From an optimization exercise on the open Yosys and OpenROAD flow, aimed at small area, a short achievable clock period and few clock cycles per item; shortcuts taken in it are not production practice.
The RTL of this run was laid out without a check of its function.
Power and IR drop assume default switching activity.

<file path="config.mk">
export PLATFORM = sky130hd
export DESIGN_NAME = dge_sha256
export DESIGN_NICKNAME = dge_sha256
export VERILOG_FILES = /design/flow/design.v
export SDC_FILE = /design/flow/constraint.sdc
export NUM_CORES = 4
export LEC_CHECK = 0
export CAP_MARGIN = 20
export CORE_MARGIN = 2
export CORE_UTILIZATION = 40
export SLEW_MARGIN = 20
</file>
<file path="design.v">
module dge_sha256 (
    input  wire         clk,
    input  wire         rst,             
    input  wire         start,
    input  wire         resume,
    input  wire [255:0] resume_h,        
    input  wire [63:0]  resume_count,    
    input  wire         abort,
    input  wire         in_valid,
    output wire         in_ready,
    input  wire [63:0]  in_data,
    input  wire         in_last,
    input  wire [3:0]   in_nbytes,
    output wire         busy,
    output reg          done,
    output reg          err,
    output wire [255:0] digest
);
    localparam [2:0] S_IDLE = 3'd0,
                     S_LOAD = 3'd1,
                     S_COMP = 3'd2,
                     S_ADD  = 3'd3,
                     S_PAD  = 3'd4;
    reg [2:0]  state;
    reg [2:0]  beat;         
    reg [63:0] count;        
    reg        fin;          
    reg        pad_blk;      
    reg        pad_80;       
    reg [5:0]  rnd;
    reg [31:0] h0, h1, h2, h3, h4, h5, h6, h7;
    reg [31:0] a, b, c, d, e, f, g, h;
    reg [31:0] w [0:15];
    integer i;
    reg [31:0] k;
    always @(*) begin
        case (rnd)
            6'd0:  k = 32'h428a2f98; 6'd1:  k = 32'h71374491; 6'd2:  k = 32'hb5c0fbcf; 6'd3:  k = 32'he9b5dba5;
            6'd4:  k = 32'h3956c25b; 6'd5:  k = 32'h59f111f1; 6'd6:  k = 32'h923f82a4; 6'd7:  k = 32'hab1c5ed5;
            6'd8:  k = 32'hd807aa98; 6'd9:  k = 32'h12835b01; 6'd10: k = 32'h243185be; 6'd11: k = 32'h550c7dc3;
            6'd12: k = 32'h72be5d74; 6'd13: k = 32'h80deb1fe; 6'd14: k = 32'h9bdc06a7; 6'd15: k = 32'hc19bf174;
            6'd16: k = 32'he49b69c1; 6'd17: k = 32'hefbe4786; 6'd18: k = 32'h0fc19dc6; 6'd19: k = 32'h240ca1cc;
            6'd20: k = 32'h2de92c6f; 6'd21: k = 32'h4a7484aa; 6'd22: k = 32'h5cb0a9dc; 6'd23: k = 32'h76f988da;
            6'd24: k = 32'h983e5152; 6'd25: k = 32'ha831c66d; 6'd26: k = 32'hb00327c8; 6'd27: k = 32'hbf597fc7;
            6'd28: k = 32'hc6e00bf3; 6'd29: k = 32'hd5a79147; 6'd30: k = 32'h06ca6351; 6'd31: k = 32'h14292967;
            6'd32: k = 32'h27b70a85; 6'd33: k = 32'h2e1b2138; 6'd34: k = 32'h4d2c6dfc; 6'd35: k = 32'h53380d13;
            6'd36: k = 32'h650a7354; 6'd37: k = 32'h766a0abb; 6'd38: k = 32'h81c2c92e; 6'd39: k = 32'h92722c85;
            6'd40: k = 32'ha2bfe8a1; 6'd41: k = 32'ha81a664b; 6'd42: k = 32'hc24b8b70; 6'd43: k = 32'hc76c51a3;
            6'd44: k = 32'hd192e819; 6'd45: k = 32'hd6990624; 6'd46: k = 32'hf40e3585; 6'd47: k = 32'h106aa070;
            6'd48: k = 32'h19a4c116; 6'd49: k = 32'h1e376c08; 6'd50: k = 32'h2748774c; 6'd51: k = 32'h34b0bcb5;
            6'd52: k = 32'h391c0cb3; 6'd53: k = 32'h4ed8aa4a; 6'd54: k = 32'h5b9cca4f; 6'd55: k = 32'h682e6ff3;
            6'd56: k = 32'h748f82ee; 6'd57: k = 32'h78a5636f; 6'd58: k = 32'h84c87814; 6'd59: k = 32'h8cc70208;
            6'd60: k = 32'h90befffa; 6'd61: k = 32'ha4506ceb; 6'd62: k = 32'hbef9a3f7; default: k = 32'hc67178f2;
        endcase
    end
    wire [31:0] big_s0 = {a[1:0], a[31:2]} ^ {a[12:0], a[31:13]} ^ {a[21:0], a[31:22]};
    wire [31:0] big_s1 = {e[5:0], e[31:6]} ^ {e[10:0], e[31:11]} ^ {e[24:0], e[31:25]};
    wire [31:0] ch     = (e & f) ^ (~e & g);
    wire [31:0] maj    = (a & b) ^ (a & c) ^ (b & c);
    wire [31:0] t1     = h + big_s1 + ch + k + w[0];
    wire [31:0] t2     = big_s0 + maj;
    wire [31:0] w1 = w[1];
    wire [31:0] w14 = w[14];
    wire [31:0] sm_s0 = {w1[6:0], w1[31:7]} ^ {w1[17:0], w1[31:18]} ^ {3'b000, w1[31:3]};
    wire [31:0] sm_s1 = {w14[16:0], w14[31:17]} ^ {w14[18:0], w14[31:19]} ^ {10'b0, w14[31:10]};
    wire [31:0] w_new = sm_s1 + w[9] + sm_s0 + w[0];
    function [63:0] bswap64;
        input [63:0] x;
        integer j;
        begin
            for (j = 0; j < 8; j = j + 1)
                bswap64[63-8*j -: 8] = x[8*j +: 8];
        end
    endfunction
    wire        last_ok   = (in_nbytes <= 4'd8);
    wire [63:0] total     = count + {60'd0, in_nbytes};
    wire [63:0] bit_len   = {total[60:0], 3'b000};
    wire [63:0] bit_len_c = {count[60:0], 3'b000};
    wire [6:0]  mark_pos  = {1'b0, beat, 3'b000} + {3'd0, in_nbytes};
    wire        len_fits  = (mark_pos <= 7'd55);
    reg [63:0] last_beat;    
    always @(*) begin
        last_beat = 64'd0;
        for (i = 0; i < 8; i = i + 1) begin
            if (i < in_nbytes)
                last_beat[8*i +: 8] = in_data[8*i +: 8];
            else if (i == in_nbytes)
                last_beat[8*i +: 8] = 8'h80;
        end
    end
    assign busy     = (state != S_IDLE);
    assign in_ready = (state == S_LOAD);
    wire [255:0] h_cat = {h0, h1, h2, h3, h4, h5, h6, h7};
    genvar gi;
    generate
        for (gi = 0; gi < 32; gi = gi + 1) begin : g_dig
            assign digest[8*gi +: 8] = (done && !err) ? h_cat[255-8*gi -: 8] : 8'd0;
        end
    endgenerate
    wire [255:0] rh;         
    generate
        for (gi = 0; gi < 32; gi = gi + 1) begin : g_rh
            assign rh[255-8*gi -: 8] = resume_h[8*gi +: 8];
        end
    endgenerate
    always @(posedge clk) begin
        if (rst) begin
            state   <= S_IDLE;
            done    <= 1'b0;
            err     <= 1'b0;
            beat    <= 3'd0;
            fin     <= 1'b0;
            pad_blk <= 1'b0;
            pad_80  <= 1'b0;
            rnd     <= 6'd0;
        end else if (abort) begin
            state   <= S_IDLE;
            done    <= 1'b0;
            err     <= 1'b0;
        end else begin
            case (state)
            S_IDLE: begin
                if (start) begin
                    done <= 1'b0;
                    err  <= 1'b0;
                    if (resume && resume_count[5:0] != 6'd0) begin
                        done <= 1'b1;
                        err  <= 1'b1;
                    end else begin
                        if (resume) begin
                            {h0, h1, h2, h3, h4, h5, h6, h7} <= rh;
                            count <= resume_count;
                        end else begin
                            h0 <= 32'h6a09e667; h1 <= 32'hbb67ae85;
                            h2 <= 32'h3c6ef372; h3 <= 32'ha54ff53a;
                            h4 <= 32'h510e527f; h5 <= 32'h9b05688c;
                            h6 <= 32'h1f83d9ab; h7 <= 32'h5be0cd19;
                            count <= 64'd0;
                        end
                        beat    <= 3'd0;
                        fin     <= 1'b0;
                        pad_blk <= 1'b0;
                        pad_80  <= 1'b0;
                        state   <= S_LOAD;
                    end
                end
            end
            S_LOAD: begin
                if (in_valid) begin
                    if (!in_last) begin
                        for (i = 0; i < 8; i = i + 1)
                            if (i == beat)
                                {w[2*i], w[2*i+1]} <= bswap64(in_data);
                        count <= count + 64'd8;
                        beat  <= beat + 3'd1;
                        if (beat == 3'd7) begin
                            state <= S_COMP;
                            rnd   <= 6'd0;
                            {a, b, c, d, e, f, g, h} <= {h0, h1, h2, h3, h4, h5, h6, h7};
                        end
                    end else if (!last_ok) begin
                        state <= S_IDLE;
                        done  <= 1'b1;
                        err   <= 1'b1;
                    end else begin
                        for (i = 0; i < 8; i = i + 1) begin
                            if (i == beat)
                                {w[2*i], w[2*i+1]} <= bswap64(last_beat);
                            else if (i > beat)
                                {w[2*i], w[2*i+1]} <= (in_nbytes == 4'd8 && i == beat + 1) ?
                                                      {8'h80, 56'd0} : 64'd0;
                        end
                        if (len_fits)
                            {w[14], w[15]} <= bit_len;
                        count   <= total;
                        fin     <= 1'b1;
                        pad_blk <= !len_fits;
                        pad_80  <= (mark_pos == 7'd64);
                        state   <= S_COMP;
                        rnd     <= 6'd0;
                        {a, b, c, d, e, f, g, h} <= {h0, h1, h2, h3, h4, h5, h6, h7};
                    end
                end
            end
            S_COMP: begin
                h <= g;
                g <= f;
                f <= e;
                e <= d + t1;
                d <= c;
                c <= b;
                b <= a;
                a <= t1 + t2;
                for (i = 0; i < 15; i = i + 1)
                    w[i] <= w[i+1];
                w[15] <= w_new;
                rnd <= rnd + 6'd1;
                if (rnd == 6'd63)
                    state <= S_ADD;
            end
            S_ADD: begin
                h0 <= h0 + a; h1 <= h1 + b; h2 <= h2 + c; h3 <= h3 + d;
                h4 <= h4 + e; h5 <= h5 + f; h6 <= h6 + g; h7 <= h7 + h;
                if (!fin) begin
                    beat  <= 3'd0;
                    state <= S_LOAD;
                end else if (pad_blk) begin
                    state <= S_PAD;
                end else begin
                    state <= S_IDLE;
                    done  <= 1'b1;
                end
            end
            S_PAD: begin
                for (i = 0; i < 14; i = i + 1)
                    w[i] <= 32'd0;
                if (pad_80)
                    w[0] <= 32'h80000000;
                {w[14], w[15]} <= bit_len_c;
                pad_blk <= 1'b0;
                fin     <= 1'b1;
                state   <= S_COMP;
                rnd     <= 6'd0;
                {a, b, c, d, e, f, g, h} <= {h0, h1, h2, h3, h4, h5, h6, h7};
            end
            default: state <= S_IDLE;
            endcase
        end
    end
endmodule
</file>
<file path="constraint.sdc">
create_clock -name core_clock -period 10.0 [get_ports {clk}]
set_input_delay 2.0000 -clock core_clock [delete_from_list [all_inputs] [get_ports {clk}]]
set_output_delay 2.0000 -clock core_clock [all_outputs]
set_load 0.01 [all_outputs]
</file>
<file path="run.sh">
#!/bin/bash
# synth_recipe.tcl (not shown) runs the flow's synth.tcl, then flattens the netlist and writes it again
# the make line also repeats each setting of config.mk as NAME=value (left out here)
make -C /OpenROAD-flow-scripts/flow DESIGN_CONFIG=/design/flow/config.mk WORK_HOME=/design/flow/orfs CLKGATE_MAP_FILE= SYNTH_SCRIPT=/design/flow/synth_recipe.tcl finish
</file>
==> results.yml <==
yosys:
  postSynthRegisterBits: 1134
  cell_area_synth_sq_mm: 0.0829
  top_cells_by_count_synth: "sky130_fd_sc_hd__nand2_1, sky130_fd_sc_hd__edfxtp_1, sky130_fd_sc_hd__o21ai_0, sky130_fd_sc_hd__a21oi_1, sky130_fd_sc_hd__clkbuf_1"
  synth.net_count: 10000
  synth.largest_area_cell: "sky130_fd_sc_hd__edfxtp_1"
  netlist_instances: 9011
  most_used_standard_cell_by_instance_count_after_synthesis: "sky130_fd_sc_hd__nand2_1"
  synth_area_leaders: "sky130_fd_sc_hd__edfxtp_1, sky130_fd_sc_hd__ha_1, sky130_fd_sc_hd__o21ai_0, sky130_fd_sc_hd__nand2_1, sky130_fd_sc_hd__fa_1"
  yosysSeqAreaShare_pct: 40.5
  post-synth-top-area-fraction_pct: 39.3
  synth_area_per_cell_sq_um: 9.20
  synth-edff-count: 1085
  ys_warn_count: 2
  async_reset_ff_share_pct: 0
  yosys_most_used_dff: "sky130_fd_sc_hd__edfxtp_1"
  synth.distinct_cells: 96
global_route:
  initial_antenna_violation_count: 30
  grt_max_degree: 257
  global_route_wire_length_before_repair_microns: 530000
  met2_usage_pct: 53.7
  most_crowded_layer_after_global_routing: "met2"
  global_route_met3_usage_pct: 6.87
  grt_pass1_vias: 71600
  met1_usage_in_global_routing_pct: 45.3
  overflow_left_after_global_routing: 0
  grt_use_total_pct: 34.7
timing:
  slew-limit-headroom_pct: 15.9
  setup_viol_count_final: 0
  hold_viol: 0
  fin_tns_setup_ns: 0
  max_slew.worst_pin.slew_ns: 1.25
  final_cycle_share_pct: 85.8
  setup_ws_ns: 1.42
  fmaxAchievable_mhz: 117
  final_period_minus_worst_setup_slack_ns: 8.58
  rsz0062_at_grt: "no"
  worst_clock_skew_ns: 0.0401
  slew_limit_fails: 0
cts:
  post_cts.repair.setup_buffers: 0
  insertion_delay_ns: 0.86
  cts_root_buffer: "sky130_fd_sc_hd__clkbuf_16"
  path_clk_slew_ns: 0.06
  cts_buffer_depth: 3
  tritoncts_buffers: 140
  hold_fix_buffers_cts: 0
  cts-resized-gates: 0
  cts_tree: "done"
  cts.htree.levels: 4
  clock_sinks: 1134
die:
  dieWidth_microns: 459
  placementRows: 167
  die-area_sq_mm: 0.211
  fp.coreArea_sq_mm: 0.207
  floorplan.initialDensity_pct: 40.1
  ios: 655
  height_of_the_chip_microns: 459
critical_path:
  critPathLaunchType: "register"
  path_max_fanout: 6
  worstPathArrival_ns: 9.13
  crit_slowest_cell: "sky130_fd_sc_hd__edfxtp_1"
  timing.critical_path.mode_cell: "sky130_fd_sc_hd__fa_1"
  crit_path_max_incr_delay_ns: 0.62
  critical_path_required_ns: 10.55
  end_kind: "register"
  setup.worst_path.class: "reg -> reg"
route:
  detail_route.wl_per_cell_microns: 31.0
  drt_first_iter_violations: 10000
  drtPass1Iterations: 7
  drtAntennaViolNets: 0
  vias_per_cell: 6.23
  drcViolationCount: 0
  drt-total-wl_microns: 376000
  vias_after_detailed_routing: 75600
finish:
  largest_registers: "w x512, count x61"
  fill_cells: 19800
  multi_input_comb_area_sq_mm: 0.0458
  final_core_utilization_pct: 46.7
  registers.top_by_ff_count: "w"
  share_of_final_layout_standard_cells_stronger_than_drive_strength_1_pct: 4.68
  final_nets: 10300
  regArea_sq_mm: 0.0336
  flip_flop_count_of_the_largest_register_after_layout: 512
  syn_to_final_growth_pct: 16.4
min_path:
  hold_class: "reg -> reg"
placement:
  place_hpwl_microns: 282000
  dp_slack_ns: 1.52
  port_buffers: 651
  routabilityCongestion: 1.02
run:
  cap_violations: 0
power_and_ir_drop:
  ir_drop_worst_vdd_mv: 0.171
  power_per_cell_area_mw_per_mm2: 133
  p_leak_nw: 36.4
status:
  outcome: "finished clean"
[through the flow]
| step | instances | total power (W) | hold slack [ns] | instance area [sq um] |
|---|---|---|---|---|
| floorplan | 9011 | 0.00672 | 0.432 | 82900 |
| finish | 12100 | 0.0129 | 0.468 | 96500 |
| CTS | 12100 | 0.0129 | 0.463 | 96400 |
| global placement | 11900 | 0.00757 | 0.447 | 91700 |
| global route | 12100 | 0.0132 | 0.493 | 96500 |
| detailed placement | 11900 | 0.00760 | 0.457 | 91700 |
[critical path, delay by kind of cell, from the launching register on]
kind / cells / cell delay [ns]
AO/OA/AOI/OAI: 13 / 2.95
XOR/XNOR: 4 / 1.10
adder cells (fa/ha/maj): 6 / 2.62
buffers and inverters: 1 / 0.05
flip-flops: 1 / 0.62
AND/OR/NAND/NOR: 5 / 0.94
[final timing paths]
path | endpoint | from | slack (ns) | cells after the start
max reg2reg | a[29] | e[26] | 1.42 | 29
min reg2reg | pad_blk | pad_blk | 0.47 | 2
max | a[29] | e[26] | 1.42 | 29
min | pad_blk | pad_blk | 0.47 | 2
[kinds of logic (layout without fill, tap and decap cells)]
logic type | Yosys count | count (layout) | share of synthesized area, %
fa+ha+maj | 621 | 621 | 11.1
xor+xnor | 687 | 687 | 7.28
other cells | 0 | 13 | 0
mux | 44 | 44 | 0.578
buf+inv | 1000 | 1409 | 4.58
simple gates | 2719 | 2719 | 15.1
compound gates | 2806 | 2806 | 20.9
flops | 1134 | 1134 | 40.5
[layout make-up]
type	instances	area share, %
Clock inverter	79	1.04
Tap cell	2704	3.51
Inverter	388	1.51
Clock buffer	176	3.83
Timing Repair Buffer	766	7.82
Sequential cell	1134	34.8
Antenna cell	13	0.0337
Multi-Input combinational cell	6877	47.5
[placed cells by master (no fill, tap or decap), types with 23 or more instances in the layout]
master                            count
sky130_fd_sc_hd__o22ai_1             28
sky130_fd_sc_hd__and2_1             278
sky130_fd_sc_hd__o21bai_1            47
sky130_fd_sc_hd__buf_4              101
sky130_fd_sc_hd__nor3_1             188
sky130_fd_sc_hd__a31oi_1             79
sky130_fd_sc_hd__clkdlybuf4s50_1    649
sky130_fd_sc_hd__a22o_1             262
sky130_fd_sc_hd__maj3_1              23
sky130_fd_sc_hd__o31ai_1             55
sky130_fd_sc_hd__or3_1               41
sky130_fd_sc_hd__nand2b_1            66
sky130_fd_sc_hd__inv_1              381
sky130_fd_sc_hd__ha_1               402
sky130_fd_sc_hd__dfxtp_1             48
sky130_fd_sc_hd__nand4_1             41
sky130_fd_sc_hd__and3_1              45
sky130_fd_sc_hd__o221ai_1            43
sky130_fd_sc_hd__o21ai_0            995
sky130_fd_sc_hd__a21o_1             191
sky130_fd_sc_hd__a221oi_1            33
sky130_fd_sc_hd__nand2_1           1267
sky130_fd_sc_hd__clkbuf_1            30
sky130_fd_sc_hd__mux2_2              31
sky130_fd_sc_hd__o21ai_1             28
sky130_fd_sc_hd__xnor2_1            425
sky130_fd_sc_hd__o21a_1              60
sky130_fd_sc_hd__nor2_1             326
sky130_fd_sc_hd__fa_1               196
sky130_fd_sc_hd__a22oi_1             40
sky130_fd_sc_hd__o211ai_1            24
sky130_fd_sc_hd__nor2b_1             90
sky130_fd_sc_hd__a211oi_1            60
sky130_fd_sc_hd__clkbuf_16          140
sky130_fd_sc_hd__xor2_1             256
sky130_fd_sc_hd__edfxtp_1          1085
sky130_fd_sc_hd__a21oi_1            697
sky130_fd_sc_hd__nand3_1            265
[metal layers]
| layer | vias up | part of all wire (%) |
|---|---|---|
| li1 | 33100 | - |
| met1 | 37100 | 39 |
| met5 | - | 0.048 |
| met4 | 22 | 6.5 |
| met2 | 4550 | 45 |
| met3 | 825 | 9.8 |
[where the power goes]
group / switching, W / total (W) / internal, W / leakage (nW)
Sequential: 0.0000806 / 0.00534 / 0.00526 / 10.2
Combinational: 0.00133 / 0.00221 / 0.000881 / 23.9
Clock: 0.00233 / 0.00532 / 0.00299 / 2.25
Total: 0.00375 / 0.0129 / 0.00913 / 36.4

-- static timing again, ports no longer ideal --
In the flow no input, the clock included, has a driving cell. The finished layout below was timed again as built, in two steps. Step 1 assumes that a clkbuf_16 drives the clock port and a buf_2 every other input. Step 2 moves the port delays by t, midway between the first and last clock arrival at a register: inputs arrive t later, outputs are due t later. That takes back most of the time a late clock gives input paths. a / b / c = ideal ports / drivers / drivers and shift; a / b = the first two.
t, ns: 0.927
setup slack, ns: 1.424 / 1.424 / 1.424
worst setup path at the end: register to register
slew at the worst register clock pin (ns): 0.07 / 0.07
After both steps setup and hold are still met in this run. The setup slack of this run moves by 0.000 ns with the drivers and by 0.000 ns with both steps.
